Background: an optimization exercise with open tools, aiming at small area, a short achievable clock period and few clock cycles per item. Do not read the settings as production practice.

==> inputs of run P <==
## pq_engine
module pq_engine (
    input  wire        clk,
    input  wire        rst,
    input  wire        cmd_valid,
    output wire        cmd_ready,
    input  wire [2:0]  cmd_op,
    input  wire [1:0]  cmd_width,    
    input  wire [3:0]  cmd_x,
    input  wire [3:0]  cmd_y,
    input  wire [7:0]  cmd_rows,     
    input  wire        in_valid,
    output wire        in_ready,
    input  wire [63:0] in_data,
    output reg         out_valid,
    input  wire        out_ready,
    output wire [63:0] out_a,
    output wire [63:0] out_b
);
  localparam OP_GEN = 3'd0;
  localparam OP_RDP = 3'd1;
  localparam OP_RDQ = 3'd2;
  localparam OP_RDD = 3'd3;
  localparam OP_RMW = 3'd4;
  localparam OP_CHK = 3'd5;
  function [7:0] xt;             
    input [7:0] v;
    xt = {v[6:0], 1'b0} ^ (v[7] ? 8'h1D : 8'h00);
  endfunction
  function [1:0] step;
    input [3:0] p;
    input       rec, dd;         
    input [3:0] mx, my;
    reg         sk1, sk2;
    begin
      sk1  = (rec && p + 4'd1 == mx) || (dd && p + 4'd1 == my);
      sk2  = dd && p + 4'd2 == my;
      step = !sk1 ? 2'd1 : sk2 ? 2'd3 : 2'd2;
    end
  endfunction
  function [7:0] xi;             
    input [7:0] v;
    xi = {1'b0, v[7:1]} ^ (v[0] ? 8'h8E : 8'h00);
  endfunction
  reg        c_act;              
  reg [2:0]  c_op;
  reg [3:0]  c_x, c_y, c_dl, c_cnt;
  reg [7:0]  c_rows;             
  reg [1:0]  c_tl, c_p0, c_s0;
  reg [7:0]  c_off, c_tq;        
  reg        c_fa;
  reg        first;              
  reg        last;               
  reg        ll;                 
  reg        upd;                
  reg [3:0]  dl;                 
  reg [1:0]  tix;                
  reg [3:0]  pos;                
  reg [1:0]  s;                  
  reg [7:0]  r;                  
  reg [7:0]  coef;               
  reg [14:0] cx;                 
  reg        ea;                 
  reg        rdy_free, rdy_wait;
  assign in_ready  = rdy_free || (rdy_wait && out_ready);
  assign cmd_ready = !c_act || (ll && in_valid);
  wire beat = in_valid && in_ready;
  ...
clock: 5.5 ns
lec_check: 0
cap_margin: 20
core_margin: 2
core_utilization: 30
setup_slack_margin: 2.7
slew_margin: 20
standard.sh (not shown) runs the stock make flow with config.mk's settings and CLKGATE_MAP_FILE= SYNTH_SCRIPT=/design/flow/synth_recipe.tcl, a recipe that flattens the netlist after the stock synthesis.
==> flow/flow/run.sh <==
#!/bin/bash
# Standard layout, with the port buffers made from buf_2 instead of the
# default delay buffers.
export BUFFER_PORTS_ARGS="-buffer_cell sky130_fd_sc_hd__buf_2"
bash standard.sh > standard.log 2>&1
==> run K: changes against run P <==
--- a/flow/design.v
+++ b/flow/design.v
@@ -1,31 +1,10 @@
-module gf_cext (
-    input  wire [7:0] c,
-    output wire [14:0] e
-);
-  assign e[0] = c[2] ^ c[3] ^ c[4];
-  assign e[1] = c[1] ^ c[2] ^ c[4] ^ c[5];
-  assign e[2] = c[3] ^ c[4] ^ c[5];
-  assign e[3] = c[0] ^ c[5] ^ c[6];
-  assign e[4] = c[1] ^ c[3] ^ c[5] ^ c[6];
-  assign e[5] = c[2] ^ c[3] ^ c[5] ^ c[6];
-  assign e[6] = c[0] ^ c[4] ^ c[5] ^ c[6];
-  assign e[7] = c[1] ^ c[2] ^ c[3] ^ c[7];
-  assign e[8] = c[3] ^ c[5] ^ c[7];
-  assign e[9] = c[4] ^ c[5] ^ c[7];
-  assign e[10] = c[1] ^ c[6] ^ c[7];
-  assign e[11] = c[2] ^ c[6] ^ c[7];
-  assign e[12] = c[2] ^ c[4] ^ c[6] ^ c[7];
-  assign e[13] = c[3] ^ c[4] ^ c[6] ^ c[7];
-  assign e[14] = c[1] ^ c[5] ^ c[6] ^ c[7];
-endmodule
 module gf_mul64 (
     input  wire [63:0] a,
     input  wire [7:0]  c,
-    input  wire [14:0] e,
     output wire [63:0] p
 );
   wire [63:0] m;                 
   assign m[0] = c[0];
   assign m[1] = c[1];
   assign m[2] = c[2];
   assign m[3] = c[3];
@@ -40,59 +19,59 @@
   assign m[12] = c[3] ^ c[7];
   assign m[13] = c[4];
   assign m[14] = c[5];
   assign m[15] = c[6];
   assign m[16] = c[6];
   assign m[17] = c[7];
   assign m[18] = c[0] ^ c[6];
-  assign m[19] = e[10];
-  assign m[20] = e[11];
+  assign m[19] = c[1] ^ c[6] ^ c[7];
+  assign m[20] = c[2] ^ c[6] ^ c[7];
   assign m[21] = c[3] ^ c[7];
   assign m[22] = c[4];
   assign m[23] = c[5];
   assign m[24] = c[5];
   assign m[25] = c[6];
   assign m[26] = c[5] ^ c[7];
-  assign m[27] = e[3];
-  assign m[28] = e[14];
-  assign m[29] = e[11];
+  assign m[27] = c[0] ^ c[5] ^ c[6];
+  assign m[28] = c[1] ^ c[5] ^ c[6] ^ c[7];
+  assign m[29] = c[2] ^ c[6] ^ c[7];
   assign m[30] = c[3] ^ c[7];
   assign m[31] = c[4];
   assign m[32] = c[4];
   assign m[33] = c[5];
   assign m[34] = c[4] ^ c[6];
-  assign m[35] = e[9];
-  assign m[36] = e[6];
-  assign m[37] = e[14];
-  assign m[38] = e[11];
+  assign m[35] = c[4] ^ c[5] ^ c[7];
+  assign m[36] = c[0] ^ c[4] ^ c[5] ^ c[6];
+  assign m[37] = c[1] ^ c[5] ^ c[6] ^ c[7];
+  assign m[38] = c[2] ^ c[6] ^ c[7];
   assign m[39] = c[3] ^ c[7];
   assign m[40] = c[3] ^ c[7];
   assign m[41] = c[4];
-  assign m[42] = e[8];
-  assign m[43] = e[13];
-  assign m[44] = e[2];
-  assign m[45] = e[6];
-  assign m[46] = e[14];
-  assign m[47] = e[11];
-  assign m[48] = e[11];
+  assign m[42] = c[3] ^ c[5] ^ c[7];
+  assign m[43] = c[3] ^ c[4] ^ c[6] ^ c[7];
+  assign m[44] = c[3] ^ c[4] ^ c[5];
+  assign m[45] = c[0] ^ c[4] ^ c[5] ^ c[6];
+  assign m[46] = c[1] ^ c[5] ^ c[6] ^ c[7];
+  assign m[47] = c[2] ^ c[6] ^ c[7];
+  assign m[48] = c[2] ^ c[6] ^ c[7];
   assign m[49] = c[3] ^ c[7];
-  assign m[50] = e[12];
-  assign m[51] = e[5];
-  assign m[52] = e[0];
-  assign m[53] = e[2];
-  assign m[54] = e[6];
-  assign m[55] = e[14];
-  assign m[56] = e[14];
-  assign m[57] = e[11];
-  assign m[58] = e[4];
-  assign m[59] = e[1];
-  assign m[60] = e[7];
-  assign m[61] = e[0];
-  assign m[62] = e[2];
-  assign m[63] = e[6];
+  assign m[50] = c[2] ^ c[4] ^ c[6] ^ c[7];
+  assign m[51] = c[2] ^ c[3] ^ c[5] ^ c[6];
+  assign m[52] = c[2] ^ c[3] ^ c[4];
+  assign m[53] = c[3] ^ c[4] ^ c[5];
+  assign m[54] = c[0] ^ c[4] ^ c[5] ^ c[6];
+  assign m[55] = c[1] ^ c[5] ^ c[6] ^ c[7];
+  assign m[56] = c[1] ^ c[5] ^ c[6] ^ c[7];
+  assign m[57] = c[2] ^ c[6] ^ c[7];
+  assign m[58] = c[1] ^ c[3] ^ c[5] ^ c[6];
+  assign m[59] = c[1] ^ c[2] ^ c[4] ^ c[5];
+  assign m[60] = c[1] ^ c[2] ^ c[3] ^ c[7];
+  assign m[61] = c[2] ^ c[3] ^ c[4];
+  assign m[62] = c[3] ^ c[4] ^ c[5];
+  assign m[63] = c[0] ^ c[4] ^ c[5] ^ c[6];
   genvar l, k;
   generate
     for (l = 0; l < 8; l = l + 1) begin : lane
       for (k = 0; k < 8; k = k + 1) begin : bt
         assign p[8*l+k] = ^({m[56+k], m[48+k], m[40+k], m[32+k],
                              m[24+k], m[16+k], m[8+k], m[k]} & a[8*l +: 8]);
       end
@@ -233,23 +212,22 @@
   reg        upd;                
   reg [3:0]  dl;                 
   reg [1:0]  tix;                
   reg [3:0]  pos;                
   reg [1:0]  s;                  
   reg [7:0]  r;                  
   reg [7:0]  coef;               
-  reg [14:0] cx;                 
   reg        ea;                 
   reg        rdy_free, rdy_wait;
   assign in_ready  = rdy_free || (rdy_wait && out_ready);
   assign cmd_ready = !c_act || (ll && in_valid);
   wire beat = in_valid && in_ready;
   wire take = cmd_valid && cmd_ready;
   wire [63:0] prod;
-  gf_mul64 u_mul (.a(in_data), .c(coef), .e(cx), .p(prod));
+  gf_mul64 u_mul (.a(in_data), .c(coef), .p(prod));
   reg [63:0] acc_a, acc_b;
   assign out_a = acc_a;
   assign out_b = acc_b;
   wire keep = !(beat && first);
   always @(posedge clk) begin
     acc_a <= (acc_a & {64{keep}}) ^ (in_data & {64{beat & ea}})
            ^ (prod & {64{beat & c_fa}});
@@ -260,49 +238,47 @@
   pq_k1   u_k1   (.x(cmd_x), .y(cmd_y), .k(i_k1));
   pq_rdd0 u_rdd0 (.y(cmd_y), .r0(i_dr0), .c0(i_dc0));
   wire [3:0] i_w  = (cmd_width == 2'd0) ? 4'd3 : (cmd_width == 2'd1) ? 4'd7 : 4'd15;
   wire       i_x0 = (cmd_x == 4'd0);
   reg  [3:0] i_dl;               
   reg  [1:0] i_tl;               
   reg  [7:0] i_off, i_tq, i_r0, i_c0;
-  reg  [1:0] i_p0;
   wire       i_rec = (cmd_op == OP_RDP) || (cmd_op == OP_RDQ) || (cmd_op == OP_RDD);
-  wire [1:0] i_s0  = step({2'b00, i_p0}, i_rec, cmd_op == OP_RDD, cmd_x, cmd_y);
+  wire       i_dd  = (cmd_op == OP_RDD);
+  wire [1:0] i_p0  = (i_rec && i_x0) ? ((i_dd && cmd_y == 4'd1) ? 2'd2 : 2'd1) : 2'd0;
+  wire [1:0] i_s0  = (i_rec && cmd_x == 4'd1) ? ((i_dd && cmd_y == 4'd2) ? 2'd3 : 2'd2) :
+                     (i_dd && i_x0 && cmd_y == 4'd2) ? 2'd2 : 2'd1;
   always @(*) begin
     i_dl  = i_w;
     i_tl  = 2'd0;
     i_off = 8'h00;
     i_tq  = 8'h01;
     i_r0  = 8'h01;
     i_c0  = 8'h01;
-    i_p0  = 2'd0;
     case (cmd_op)
       OP_RDP: begin
         i_dl  = i_w - 4'd1;
         i_off = 8'h01;
         i_tq  = i_gnx;
         i_r0  = i_x0 ? 8'h02 : i_gnx;
         i_c0  = i_x0 ? 8'h03 : (i_gnx ^ 8'h01);
-        i_p0 = i_x0 ? 2'd1 : 2'd0;
       end
       OP_RDQ: begin
         i_dl  = i_w - 4'd1;
         i_off = i_gx;
         i_r0  = i_x0 ? 8'h02 : 8'h01;
         i_c0  = i_x0 ? 8'h03 : (i_gx ^ 8'h01);
-        i_p0  = i_x0 ? 2'd1 : 2'd0;
       end
       OP_RDD: begin              
         i_dl  = i_w - 4'd2;
         i_tl  = 2'd1;
         i_off = i_k1;
         i_tq  = i_k1;
         i_r0  = i_x0 ? i_dr0 : i_k1;
         i_c0  = i_dc0;
-        i_p0  = !i_x0 ? 2'd0 : (cmd_y == 4'd1) ? 2'd2 : 2'd1;
       end
       OP_RMW: begin
         i_tl  = 2'd3;
         i_off = i_gx;
         i_c0  = 8'h00;
       end
       OP_CHK: i_tl = 2'd1;
@@ -358,36 +334,14 @@
   wire c_done = rowend && (c_rows == 8'd0);
   wire again  = rowend && (c_rows != 8'd0);      
   wire act_n  = take || (c_act && !c_done);
   wire [3:0] cnt_n = take ? ((cmd_op == OP_RDD) ? cmd_x : 4'd0)
                           : (c_cnt != 4'd0) ? c_cnt - 4'd1 : 4'd0;
   wire first_n = take || again || (first && !beat);
   wire ov_n    = rowend || (out_valid && !out_ready);
-  reg  [7:0]  coef_n;
-  wire [14:0] cx_n;
-  gf_cext u_cext (.c(coef_n), .e(cx_n));
-  always @(*) begin
-    if (take)
-      coef_n = i_c0;
-    else if (c_cnt != 4'd0)
-      coef_n = xi(r) ^ c_off;
-    else if (again)
-      coef_n = (c_op == OP_RMW) ? 8'h00 : c_r0 ^ c_off;
-    else if (d_n)
-      coef_n = r_n ^ c_off;
-    else
-      coef_n = tr_coef;
-  end
-  wire coef_en = take || (c_cnt != 4'd0) || beat;
-  always @(posedge clk) begin
-    if (coef_en) begin
-      coef <= coef_n;
-      cx   <= cx_n;
-    end
-  end
   always @(posedge clk) begin
     if (rst) begin
       c_act     <= 1'b0;
       out_valid <= 1'b0;
       rdy_free  <= 1'b0;
       rdy_wait  <= 1'b0;
       ll        <= 1'b0;
@@ -419,36 +373,45 @@
         ll    <= 1'b0;
         upd   <= (cmd_op != OP_RMW);
         dl    <= i_dl;
         tix   <= 2'd0;
         pos   <= {2'b00, i_p0};
         s     <= i_s0;
         r     <= i_r0;
+        coef  <= i_c0;
         ea    <= 1'b1;
       end else if (c_cnt != 4'd0) begin
         r     <= xi(r);
+        coef  <= xi(r) ^ c_off;
       end else if (again) begin
         first <= 1'b1;
         last  <= 1'b0;
         ll    <= 1'b0;
         upd   <= (c_op != OP_RMW);
         dl    <= c_dl;
         tix   <= 2'd0;
         pos   <= {2'b00, c_p0};
         s     <= c_s0;
         r     <= c_r0;
+        coef  <= (c_op == OP_RMW) ? 8'h00 : c_r0 ^ c_off;
         ea    <= 1'b1;
       end else if (beat) begin
         first <= 1'b0;
         last  <= l_n;
         ll    <= l_n && (c_rows == 8'd0);
         upd   <= d_n;
         dl    <= dl - 4'd1;
         tix   <= t_n;
         pos   <= pos_n;
         s     <= s_n;
         r     <= r_n;
-        ea    <= d_n || tr_ea;
+        if (d_n) begin
+          coef <= r_n ^ c_off;
+          ea   <= 1'b1;
+        end else begin
+          coef <= tr_coef;
+          ea   <= tr_ea;
+        end
       end
     end
   end
 endmodule
==> flow/config.mk (replaced) <==
export PLATFORM = sky130hd
export DESIGN_NAME = pq_engine
export DESIGN_NICKNAME = pq_engine
export VERILOG_FILES = /design/flow/design.v
export SDC_FILE = /design/flow/constraint.sdc
export NUM_CORES = 4
export LEC_CHECK = 0
export CAP_MARGIN = 20
export CORE_MARGIN = 2
export CORE_UTILIZATION = 45
export CTS_BUF_LIST = sky130_fd_sc_hd__clkbuf_8
export SETUP_SLACK_MARGIN = 3.0
export SLEW_MARGIN = 20
==> impl_metrics.csv <==
group,metric,value,unit
status,outcome,"timing/DRC/antenna clean",
critical_path,cp.arrival,3.40,ns
placed_design,gp_congestion,0.940,
yosys,syn-num-nets,2866,
finish,antenna_cells,0,
yosys,synthSimpleGateAreaFrac,21.1,%
global_route,grt_use_total,19.9,%
critical_path,crit_family,"compound AO/OA/AOI/OAI gates",
sta,relSlewSlack,29.2,%
finish,multi_input_area_share,59.3,%
routing,wl_met2,33.6,mm
clocking,cts_resized,128,
finish,nNonClkBuffers,389,
# the run above: run P

==> impl_metrics.csv <==
group,metric,value,unit
power_and_ir_drop,pg_seq,2.52,mW
critical_path,endpoint,"acc_a[37]",
global_route,grt_use_total,31.3,%
critical_path,cp.arrival,3.53,ns
yosys,synthSimpleGateAreaFrac,21.7,%
sta,relSlewSlack,23.1,%
clocking,cts_resized,253,
yosys,syn-num-nets,2789,
critical_path,crit_family,"XOR/XNOR gates",
finish,antenna_cells,3,
status,outcome,"timing/DRC/antenna clean",
power_and_ir_drop,p_leak,12.0,nW
routing,wl_met2,38.6,mm
routing,vias,21158,
placed_design,gp_congestion,0.910,
finish,nNonClkBuffers,475,
finish,fill_cells,3794,
# the run above: run K

No functional check of the RTL was part of any run of this note.

[static timing again, ports no longer ideal]
No port has a modelled driver above. Below, the same layouts with a new extraction and two added sets of constraints.
Step 1 sets driving cells, clkbuf_16 on the clock port and buf_2 on the other inputs (assumed; they add their load-dependent delay and slew).
Step 2 times the ports against the registers' clock, not the clock port: input delays grow and output delays shrink by t, the midpoint of the rising clock arrivals with the driver on.
a / b / c = ideal ports / drivers / drivers and shift; a / b = the first two.
| run | t, ns | slack for setup (ns) | clock arrival spread, ns |
|---|---|---|---|
| run P | 0.643 | 2.420 / 2.426 / 1.783 | 0.023 / 0.023 |
| run K | 0.722 | 2.543 / 2.543 / 2.124 | 0.041 / 0.041 |
After both steps setup and hold are still met in every run listed. The setup slack of run P, which loses most, moves by +0.006 ns with the drivers and by -0.637 ns with both steps.
